Background: an optimization exercise with open tools, aiming at small area, a short achievable clock period and few clock cycles per item. Do not read the settings as production practice. The RTL of this run was laid out without a check of its function.

===== design/flow/config.mk =====
export PLATFORM = sky130hd
export DESIGN_NAME = bsn_law
export DESIGN_NICKNAME = bsn_law
export VERILOG_FILES = /design/flow/design.v
export SDC_FILE = /design/flow/constraint.sdc
export NUM_CORES = 4
export LEC_CHECK = 0
export CAP_MARGIN = 20
export CORE_MARGIN = 2
export CORE_UTILIZATION = 40
export SLEW_MARGIN = 20

===== design/flow/constraint.sdc =====
create_clock -name core_clock -period 25.0 [get_ports {clk}]
set_input_delay 5.0000 -clock core_clock [delete_from_list [all_inputs] [get_ports {clk}]]
set_output_delay 5.0000 -clock core_clock [all_outputs]
set_load 0.01 [all_outputs]

===== design/flow/design.v =====
module bsn_law (
    input             clk,
    input             rst,
    input             start,
    input      [3:0]  law_type,
    input             manual,
    input             track_en,
    input      [31:0] track,
    input      [31:0] x0,
    input      [31:0] x1,
    input      [31:0] x2,
    input      [31:0] x3,
    input      [31:0] c0,
    input      [31:0] c1,
    input      [31:0] c2,
    input      [31:0] c3,
    input      [31:0] c4,
    input      [5:0]  sh0,
    input      [5:0]  sh1,
    input      [5:0]  sh2,
    input      [5:0]  sh3,
    input      [5:0]  sh4,
    input      [31:0] s0,
    input      [31:0] s1,
    input      [31:0] s2,
    input      [31:0] s3,
    input      [31:0] outhi,
    input      [31:0] outlo,
    input      [31:0] manval,
    output reg        done,
    output reg [31:0] outv,
    output reg [31:0] ns0,
    output reg [31:0] ns1,
    output reg [31:0] ns2,
    output reg [31:0] ns3,
    output reg        sat_acc,
    output reg        sat_out,
    output reg        lim_hi,
    output reg        lim_lo
);
    localparam [3:0] T_LEADLAG = 4'h2;
    localparam [3:0] T_FILTER2 = 4'h3;
    localparam [3:0] T_RATELIM = 4'h4;
    localparam [3:0] T_SUM     = 4'h6;
    localparam [1:0] S_IDLE = 2'd0;
    localparam [1:0] S_MAC  = 2'd1;
    localparam [1:0] S_FIN  = 2'd2;
    localparam signed [71:0] ACC_MAX = {1'b0, {71{1'b1}}};
    localparam signed [71:0] ACC_MIN = {1'b1, {71{1'b0}}};
    reg [1:0]  state;
    reg [2:0]  k;           
    reg signed [71:0] acc;
    reg        satf;
    reg [2:0] nterms;
    always @(*) begin
        case (law_type)
            T_LEADLAG: nterms = 3'd3;
            T_FILTER2: nterms = 3'd5;
            T_SUM:     nterms = 3'd4;
            default:   nterms = 3'd0;
        endcase
    end
    reg [31:0] opm;         
    reg [31:0] opc;         
    reg [5:0]  opsh;        
    reg        opneg;       
    always @(*) begin
        opneg = 1'b0;
        case (k)
            3'd0: begin opc = c0; opsh = sh0; end
            3'd1: begin opc = c1; opsh = sh1; end
            3'd2: begin opc = c2; opsh = sh2; end
            3'd3: begin opc = c3; opsh = sh3; end
            default: begin opc = c4; opsh = sh4; end
        endcase
        case (law_type)
            T_SUM: begin
                case (k)
                    3'd0: opm = x0;
                    3'd1: opm = x1;
                    3'd2: opm = x2;
                    default: opm = x3;
                endcase
            end
            default: begin   
                case (k)
                    3'd0: opm = x0;
                    3'd1: opm = s0;
                    3'd2: opm = s1;
                    3'd3: opm = s2;
                    default: opm = s3;
                endcase
                if (law_type == T_FILTER2 && (k == 3'd3 || k == 3'd4))
                    opneg = 1'b1;
            end
        endcase
    end
    wire signed [63:0] prod    = $signed(opm) * $signed(opc);
    wire signed [87:0] prod24  = {prod, 24'd0};
    wire signed [87:0] aligned = prod24 >>> opsh;
    wire signed [89:0] term    = opneg ? -$signed({{2{aligned[87]}}, aligned})
                                       :  $signed({{2{aligned[87]}}, aligned});
    wire signed [89:0] accsum  = $signed({{18{acc[71]}}, acc}) + term;
    wire acc_hi = accsum > $signed({{18{1'b0}}, ACC_MAX});
    wire acc_lo = accsum < $signed({{18{1'b1}}, ACC_MIN});
    wire signed [71:0] accnext = acc_hi ? ACC_MAX : acc_lo ? ACC_MIN : accsum[71:0];
    wire signed [33:0] rl_diff = $signed({{2{x0[31]}}, x0}) - $signed({{2{s0[31]}}, s0});
    wire signed [33:0] rl_rise = $signed({{2{c0[31]}}, c0});
    wire signed [33:0] rl_fall = -$signed({{2{c1[31]}}, c1});
    wire signed [33:0] rl_min  = (rl_diff > rl_rise) ? rl_rise : rl_diff;
    wire signed [33:0] rl_step = (rl_min < rl_fall) ? rl_fall : rl_min;
    wire signed [33:0] rl_sum  = $signed({{2{s0[31]}}, s0}) + rl_step;
    reg signed [73:0] u;
    always @(*) begin
        if (manual)
            u = $signed({{18{manval[31]}}, manval, 24'd0});
        else if (track_en)
            u = $signed({{18{track[31]}}, track, 24'd0});
        else if (law_type == T_RATELIM)
            u = $signed({{16{rl_sum[33]}}, rl_sum, 24'd0});
        else
            u = $signed({{2{acc[71]}}, acc});
    end
    wire signed [73:0] lo_u = $signed({{18{outlo[31]}}, outlo, 24'd0});
    wire signed [73:0] hi_u = $signed({{18{outhi[31]}}, outhi, 24'd0});
    wire signed [73:0] u_min = (u > hi_u) ? hi_u : u;
    wire signed [73:0] u_lim = (u_min < lo_u) ? lo_u : u_min;
    wire               limited = (u_lim != u);
    wire [49:0] q_floor = u_lim[73:24];
    wire        rnd_up  = u_lim[23] & ((|u_lim[22:0]) | q_floor[0]);
    wire [49:0] q_rnd   = q_floor + {49'd0, rnd_up};
    wire [31:0] out_m   = q_rnd[31:0];
    always @(posedge clk) begin
        if (rst) begin
            state <= S_IDLE;
            done  <= 1'b0;
        end else begin
            done <= 1'b0;
            case (state)
                S_IDLE: begin
                    if (start) begin
                        acc  <= 72'sd0;
                        satf <= 1'b0;
                        k    <= 3'd0;
                        if (!manual && nterms != 3'd0)
                            state <= S_MAC;
                        else
                            state <= S_FIN;
                    end
                end
                S_MAC: begin
                    acc  <= accnext;
                    satf <= satf | acc_hi | acc_lo;
                    k    <= k + 3'd1;
                    if (k == nterms - 3'd1)
                        state <= S_FIN;
                end
                default: begin   
                    outv    <= out_m;
                    sat_acc <= satf;
                    sat_out <= limited;
                    lim_hi  <= (out_m == outhi);
                    lim_lo  <= (out_m == outlo);
                    case (law_type)
                        T_LEADLAG: begin
                            ns0 <= x0;  ns1 <= out_m; ns2 <= 32'd0; ns3 <= 32'd0;
                        end
                        T_FILTER2: begin
                            ns0 <= x0;  ns1 <= s0;    ns2 <= out_m;
                            ns3 <= (track_en && !manual) ? out_m : s2;
                        end
                        T_RATELIM: begin
                            ns0 <= out_m; ns1 <= 32'd0; ns2 <= 32'd0; ns3 <= 32'd0;
                        end
                        default: begin
                            ns0 <= 32'd0; ns1 <= 32'd0; ns2 <= 32'd0; ns3 <= 32'd0;
                        end
                    endcase
                    done  <= 1'b1;
                    state <= S_IDLE;
                end
            endcase
        end
    end
endmodule

===== design/flow/run.sh =====
#!/bin/bash
# synth_recipe.tcl (not shown) runs the flow's synth.tcl, then flattens the netlist and writes it again
# the make line also repeats each setting of config.mk as NAME=value (left out here)
make -C /OpenROAD-flow-scripts/flow DESIGN_CONFIG=/design/flow/config.mk WORK_HOME=/design/flow/orfs CLKGATE_MAP_FILE= SYNTH_SCRIPT=/design/flow/synth_recipe.tcl finish

==> out/qor.tcl <==
set qor(final_antenna_net_count) 0
set qor(critPathLaunchType) {input port}
set qor(synthDistinctLibCells) 112
set qor(min_path_type) {flop to flop}
set qor(vias) 85533
set qor(grt_first_pass_wirelength_um) 634000
set qor(leading_cell_types_in_the_layout_fill_and_taps_excluded) {1,413 x inv_1, 1,252 x nand2_1, 1,085 x fa_1}
set qor(die_y_um) 447
set qor(postSynthRegisterBits) 243
set qor(core_util_final_pct) 49.3
set qor(fin_crit_sh_pct) 97.2
set qor(initial_antenna_violation_count) 69
set qor(worstMarginPinSlew_ns) 1.21
set qor(clkSlewWorstSetupHoldPaths_ns) 0.06
set qor(fp.coreArea_um2) 195000
set qor(grtUsageTotal_pct) 44.5
set qor(post_route_cells_drive_above_1_share_pct) 10.8
set qor(critical-path-slowest-cell) {a21oi_1}
set qor(post-route-drc-count) 0
set qor(synthDominantAreaCellType) {fa_1}
set qor(fin_skew_ns) 0.0341
set qor(die_area_um2) 200000
set qor(initial_utilization_pct) 40.3
set qor(post_synth_inst_count) 9919
set qor(final-setup-viol-count) 0
set qor(reg2reg_slack_ns) 3.18
set qor(place_area_um2) 94800
set qor(clock_tree_from_tritoncts) {yes}
set qor(area.growth.synth_to_final_pct) 22.5
set qor(yosysTopAreaCellShare_pct) 27.7
set qor(clock_tree.htree_level_count) 1
set qor(wirelength_um) 452000
set qor(maxCapViolations) 0
set qor(grt_overflow) 0
set qor(routabilityCongestion) 1.11
set qor(dp_hpwl_um) 379000
set qor(required_ns) 25.37
set qor(mappedNetlistArea_um2) 78500
set qor(timing.critical_path.to_type) {flop}
set qor(wl_met3_um) 54000
set qor(initial_detailed_routing_violation_count) 11868
set qor(grt_max_degree) 160
set qor(synth_top_flop_cell) {edfxtp_1}
set qor(portBuffers) 747
set qor(status) {timing/DRC/antenna clean}
set qor(timing_hold_violations_final) 0
set qor(commonest_non_fill_non_tap_cell_in_the_layout) {inv_1}
set qor(ys_async_sr_fraction_pct) 0
set qor(finalMaxSlewViolations) 0
set qor(routedWlPerCell_um) 33.0
set qor(critical-path-top-cell-by-count) {fa_1}
set qor(cts_root_buf) {clkbuf_16}
set qor(finish.instance_area_um2) 96100
set qor(finish.net_count) 13186
set qor(netlist_top_cells_area) {fa_1 28%, edfxtp_1 9.2%, ha_1 8.1%}
set qor(drt_first_pass_iters) 13
set qor(clk_latency_ns) 0.65
set qor(dr_wl_met2_um) 188000
set qor(clock_sinks) 243
set qor(post_drt_via_cell_ratio) 6.24
set qor(clk_path_buf_depth) 3
set qor(numCtsBuffers) 29
set qor(yosysWarnings) 1
set qor(fmaxAchievable_mhz) 41.2
set qor(worst_path_dominant_cell_family) {compound AO/OA/AOI/OAI gates}
set qor(worst-endpoint-arrival_ns) 24.66
set qor(routedLengthMet1_um) 174000
set qor(placementRows) 162
set qor(critical_path_class) {input port to flop}
set qor(synth-seq-area-share_pct) 9.26
set qor(postSynthNetCount) 12093
set qor(fp.dieW_um) 447
set qor(timing.slew.headroom_pct) 18.6
set qor(number_of_global_route_vias_before_repair) 84082
set qor(synth_edf_count) 240
set qor(highest-signal-layer) {met5}
set qor(layout_min_cycle_time_ns) 24.29
set qor(path_buf_inv) 13
set qor(critical_path.max_stage_delay_ns) 0.84
set qor(finalHoldWorstSlack_ns) 0.467
set qor(worst-path-max-fanout) 44
set qor(synth.avg_cell_area_um2) 7.91
set qor(io_pins) 748
what timing repair did:
| item | in CTS | in global routing |
|---|---|---|
| endpoints found under the hold margin | 0 | 0 |
| endpoints found under the setup margin | 0 | 177 |
| hold buffers | 0 | 0 |
| buffers inserted | 0 | 6 |
| gates resized for setup | 0 | 30 |
cells in the mapped netlist (22+ instances only):
| cell | n |
|---|---|
| or3_1 | 56 |
| buf_2 | 59 |
| a222oi_1 | 35 |
| buf_1 | 47 |
| a22oi_1 | 110 |
| o221ai_1 | 31 |
| and3_1 | 61 |
| o22ai_1 | 46 |
| o31ai_1 | 66 |
| o211a_1 | 22 |
| a21o_1 | 174 |
| o21bai_1 | 40 |
| a31o_2 | 28 |
| mux2_2 | 34 |
| nand3_1 | 169 |
| o21ai_1 | 31 |
| clkbuf_1 | 456 |
| xnor2_1 | 280 |
| nand2b_1 | 59 |
| o21ai_0 | 475 |
| a21oi_1 | 593 |
| a31oi_1 | 116 |
| ha_1 | 506 |
| or2_2 | 31 |
| a221oi_1 | 33 |
| nor3_1 | 190 |
| edfxtp_1 | 240 |
| nor4_1 | 77 |
| a211oi_1 | 139 |
| nor2_1 | 730 |
| mux2i_1 | 73 |
| inv_1 | 1414 |
| nand2_1 | 1256 |
| and2_1 | 166 |
| a2111oi_0 | 49 |
| a22o_1 | 76 |
| o211ai_1 | 87 |
| fa_1 | 1085 |
| o21a_1 | 54 |
| nand4_1 | 111 |
| nor2b_1 | 95 |
| xor2_1 | 133 |
layer usage:
metal  GRT usage (%)  vias to the layer above
li1                -                    36077
met1            57.6                    42836
met2            65.1                     5515
met3            12.9                     1073
met4            27.6                       32
met5               0                        -
registers in the layout, summed over array words and instances (netlist names), 2 cells and up:
register	cells
acc	72
ns3	32
ns2	32
ns1	32
outv	32
ns0	32
state	2
k	3
metrics by stage:
step           instances  worst slack, ns  TNS [ns]
4_1_cts            13649            0.339         0
3_3_place_gp       13597           0.0333         0
5_1_grt            13681           -0.121    -0.226
6_report           13706            0.707         0
3_5_place_dp       13598           -0.169    -0.415
2_1_floorplan       9919            0.971         0
logic make-up (layout without fill, tap and decap cells):
group	count (synthesis)	after routing	synth area share, %
AOI/OAI and AO/OA	2466	2466	20.9
other	0	50	0
buffers and inverters	1987	3100	9.65
muxes	113	113	1.58
adders and majority gates	1591	1591	35.7
and+or+nand+nor	3103	3103	18.2
DFF	243	243	9.26
xor gates and xnor gates	416	416	4.69
cell type report:
class,instances,area (um2)
sequential,243,7270
timing repair buffer,1632,14400
clock buffer,39,783
multi-input combinational,7689,64800
inverter,1417,5320
fill,19221,98900
antenna,50,125
tap,2624,3280
clock inverter,12,165
path summary, 6_finish.rpt:
kind	startpoint	to	cells past startpoint
setup / recovery	law_type[2]	acc[41]	58
hold reg to reg	satf	sat_acc	0
setup reg to reg	k[0]	acc[41]	62
hold / removal	satf	sat_acc	0

## separate check: timing with driven ports
How much do the figures lean on ideal ports? The routed layout below was timed once more, with nothing changed but the port constraints. Step 1 assumes that a clkbuf_16 drives the clock port and a buf_2 every other input. Step 2 also shifts input and output timing later by t, the mid clock arrival at the registers, as if the neighbouring blocks saw the same clock. Slacks: ideal / step 1 / step 2; pairs: ideal / step 1.
shift t [ns]: 0.710
slack for setup (ns): 0.707 / 0.706 / -0.005
hold WS [ns]: 0.467 / 0.467 / 0.467
Met with ideal ports but missed after step 2: setup timing in this run. The setup slack of this run moves by -0.001 ns with the drivers and by -0.712 ns with both steps.
